Context: an optimization exercise on an open-source flow, tuned for small area, a short achievable clock period and few clock cycles per item. The choices shown serve that exercise and are no tape-out recipe. Function was checked by simulation only, so behaviour that the tests miss may differ from the original.

==> flow/design.v <==
module zdiv (
    input  wire        clk,
    input  wire        rst,
    input  wire        in_valid,
    output wire        in_ready,
    input  wire [47:0] in_num,
    input  wire [47:0] in_den,
    input  wire [7:0]  in_e,
    output reg         out_valid,
    output wire [47:0] out_q,
    output reg         out_wrap,
    output reg         out_inv
);
    localparam S_IDLE = 2'd0;
    localparam S_RUN  = 2'd1;
    localparam S_FIN  = 2'd2;
    reg [1:0]  state;
    reg [48:0] R;
    reg [47:0] D;
    reg [47:0] Q;
    reg [8:0]  C;
    reg        cle0;     
    reg        cone;     
    reg        neg;
    reg        inv;
    reg        first;
    reg        y48;
    reg        ok;
    assign out_q    = Q;
    wire   ld       = (state == S_IDLE) | (state == S_FIN);
    assign in_ready = ld;
    wire dnorm = D[47] ^ D[46];
    wire d_sk8 = (&D[47:39]) | ~(|D[47:39]);
    wire d_sk2 = (&D[47:45]) | ~(|D[47:45]);
    wire r_sk8 = (&R[47:39]) | ~(|R[47:39]);
    wire r_sk2 = (&R[47:45]) | ~(|R[47:45]);
    wire        same = ~(R[48] ^ D[47]);
    wire [47:0] sum;
    padd48 u_add (.a(R[47:0]), .b(D ^ {48{same}}), .cin(same), .s(sum));
    wire zero_fin = first & ((dnorm & cle0) | inv);
    wire r_skip8  = first & ~zero_fin & r_sk8;
    wire r_skip2  = first & ~zero_fin & ~r_sk8 & r_sk2;
    wire digit    = dnorm & ~zero_fin & ~(first & (r_sk8 | r_sk2));
    wire fill     = zero_fin | (digit & first);
    wire [8:0] dinc = dnorm ? 9'd0 : (d_sk8 ? 9'd8 : (d_sk2 ? 9'd2 : 9'd1));
    wire [8:0] rdec = r_skip8 ? 9'd8 : (r_skip2 ? 9'd2 : (digit ? 9'd1 : 9'd0));
    wire [8:0] c_run = C + dinc - rdec;
    wire [8:0] c_ld  = 9'd2 - {in_e[7], in_e};
    wire [8:0] c_nx  = ld ? c_ld : c_run;
    wire        r_zero = ~(|R);
    wire        rc     = first ? neg : ((R[48] == D[47]) | (D[47] & r_zero));
    wire [48:0] qinc   = {1'b0, Q} + {48'd0, rc};
    wire den_zero = ~(|in_den);
    always @(posedge clk) begin
        if (rst) begin
            state     <= S_IDLE;
            out_valid <= 1'b0;
        end else begin
            out_valid <= (state == S_FIN);
            if (ld)
                state <= in_valid ? S_RUN : S_IDLE;
            else if (state == S_RUN && (zero_fin | (digit & cone)))
                state <= S_FIN;
        end
    end
    always @(posedge clk) begin
        if (state == S_FIN) begin
            Q        <= qinc[47:0];
            out_wrap <= ~ok | (y48 ^ qinc[48] ^ qinc[47]);
            out_inv  <= inv;
        end
        if (ld | (state == S_RUN)) begin
            C    <= c_nx;
            cle0 <= c_nx[8] | (c_nx == 9'd0);
            cone <= (c_nx == 9'd1);
        end
        if (ld) begin
            R     <= {in_num[47], in_num};
            D     <= in_den;
            neg   <= (in_num[47] ^ in_den[47]) & ~den_zero;
            inv   <= den_zero;
            first <= 1'b1;
        end else if (state == S_RUN) begin
            if (~dnorm)
                D <= d_sk8 ? {D[39:0], 8'd0} : (d_sk2 ? {D[45:0], 2'd0} : {D[46:0], 1'b0});
            if (r_skip8)
                R <= {R[40:0], 8'd0};
            else if (r_skip2)
                R <= {R[46:0], 2'd0};
            else if (digit)
                R <= {sum, 1'b0};
            if (digit)
                first <= 1'b0;
            if (fill) begin
                Q   <= {48{neg}};
                y48 <= neg;
                ok  <= 1'b1;
            end else if (digit) begin
                Q   <= {Q[46:0], same};
                y48 <= Q[47];
                ok  <= ok & (y48 == Q[47]);
            end
        end
    end
endmodule
module padd48 (
    input  wire [47:0] a,
    input  wire [47:0] b,
    input  wire        cin,
    output wire [47:0] s
);
    reg [47:0] g, p;
    reg [47:0] gn, pn;
    integer i, k;
    always @(*) begin
        p = a ^ b;
        g = a & b;
        g[0] = g[0] | (p[0] & cin);
        for (k = 1; k < 48; k = k * 2) begin
            gn = g; pn = p;
            for (i = 0; i < 48; i = i + 1)
                if (i & k) begin
                    gn[i] = g[i] | (p[i] & g[(i & ~(k - 1)) - 1]);
                    pn[i] = p[i] & p[(i & ~(k - 1)) - 1];
                end
            g = gn; p = pn;
        end
    end
    wire [47:0] pp = a ^ b;
    assign s = pp ^ {g[46:0], cin};
endmodule
Settings: LEC_CHECK=0, ABC_AREA=1, CAP_MARGIN=20, CORE_MARGIN=2, CORE_UTILIZATION=55, PLACE_DENSITY=0.7, SETUP_SLACK_MARGIN=5, SLEW_MARGIN=20; clock period 10.0 ns.
standard.sh (not shown) runs the stock make flow with config.mk's settings and CLKGATE_MAP_FILE= SYNTH_SCRIPT=/design/flow/synth_recipe.tcl, a recipe that flattens the netlist after the stock synthesis.
==> flow/flow/run.sh <==
#!/bin/bash
# Standard ORFS layout (the standard.sh, standard synthesis unchanged),
# with two changes to how the layout is made:
#  - repair_timing aims for a setup slack margin of 6.5 ns (timing is still
#    constrained and signed off at the design's 10 ns clock);
#  - port buffers use sky130_fd_sc_hd__buf_1 instead of the default choice.
# Each tool's full output stays in orfs/logs; the make output goes to
# standard.log.
set -o pipefail
bash standard.sh \
  "SETUP_SLACK_MARGIN=6.5" \
  "BUFFER_PORTS_ARGS=-buffer_cell sky130_fd_sc_hd__buf_1" \
  finish > standard.log 2>&1
The baseline passed the timing, DRC and antenna checks.
Testbench counts at the start, summed over its fixed seeds: cycles 99,441, items 3,200.
Rerun with:
--- a/flow/design.v
+++ b/flow/design.v
@@ -44,15 +44,29 @@
     wire fill     = zero_fin | (digit & first);
     wire [8:0] dinc = dnorm ? 9'd0 : (d_sk8 ? 9'd8 : (d_sk2 ? 9'd2 : 9'd1));
     wire [8:0] rdec = r_skip8 ? 9'd8 : (r_skip2 ? 9'd2 : (digit ? 9'd1 : 9'd0));
     wire [8:0] c_run = C + dinc - rdec;
     wire [8:0] c_ld  = 9'd2 - {in_e[7], in_e};
     wire [8:0] c_nx  = ld ? c_ld : c_run;
-    wire        r_zero = ~(|R);
+    wire        r_zero = ~(|R[48:1]);
     wire        rc     = first ? neg : ((R[48] == D[47]) | (D[47] & r_zero));
-    wire [48:0] qinc   = {1'b0, Q} + {48'd0, rc};
+    reg  [48:0] qcy;
+    reg  [6:0]  qbc;
+    integer     qi, qj;
+    always @(*) begin
+        qbc[0] = 1'b1;
+        for (qj = 0; qj < 6; qj = qj + 1)
+            qbc[qj + 1] = qbc[qj] & (&Q[qj * 8 +: 8]);
+        for (qj = 0; qj < 6; qj = qj + 1) begin
+            qcy[qj * 8] = qbc[qj];
+            for (qi = 1; qi < 8; qi = qi + 1)
+                qcy[qj * 8 + qi] = qcy[qj * 8 + qi - 1] & Q[qj * 8 + qi - 1];
+        end
+        qcy[48] = qbc[6];
+    end
+    wire [48:0] qinc   = rc ? {qcy[48], Q ^ qcy[47:0]} : {1'b0, Q};
     wire den_zero = ~(|in_den);
     always @(posedge clk) begin
         if (rst) begin
             state     <= S_IDLE;
             out_valid <= 1'b0;
         end else begin
Count of clock-buffer cells in the layout stays the same.
Final area decreases by 5.3%.
Utilization decreases by 2.9 points.
Cell count decreases by 3.5%.
First-iteration DRC count decreases by 20%.
Via count decreases by 6.5%.
Wire length decreases by 9.6%.
Clock skew decreases by 0.0033 ns.
Die area decreases by 2.3%.
Testbench counts after the change, summed over its fixed seeds: cycles 99,441, items 3,200.

static timing again, ports no longer ideal:
In the flow no input, the clock included, has a driving cell. The finished layouts below were timed again as built, in two steps.
Step 1 assumes that a clkbuf_16 drives the clock port and a buf_2 every other input.
Step 2 adds t to the input delays and takes it off the output delays; t is the mean of the earliest and latest rising clock arrival at the registers after step 1. Input paths then give back, and output paths get back, about the clock's delay inside the block.
a / b / c = ideal ports / drivers / drivers and shift; a / b = the first two.
run | t, ns | setup WS [ns] | worst setup path after step 2 | slew at the worst register clock pin (ns)
the first run | 0.496 | 6.529 / 6.489 / 6.529 | register to register | 0.09 / 0.09
the second run | 0.486 | 6.523 / 6.523 / 6.379 | input to register | 0.09 / 0.09
After both steps every run listed still meets setup and hold. For the second run, which loses most, drivers alone change the setup slack by 0.000 ns; drivers and shift together by -0.144 ns.
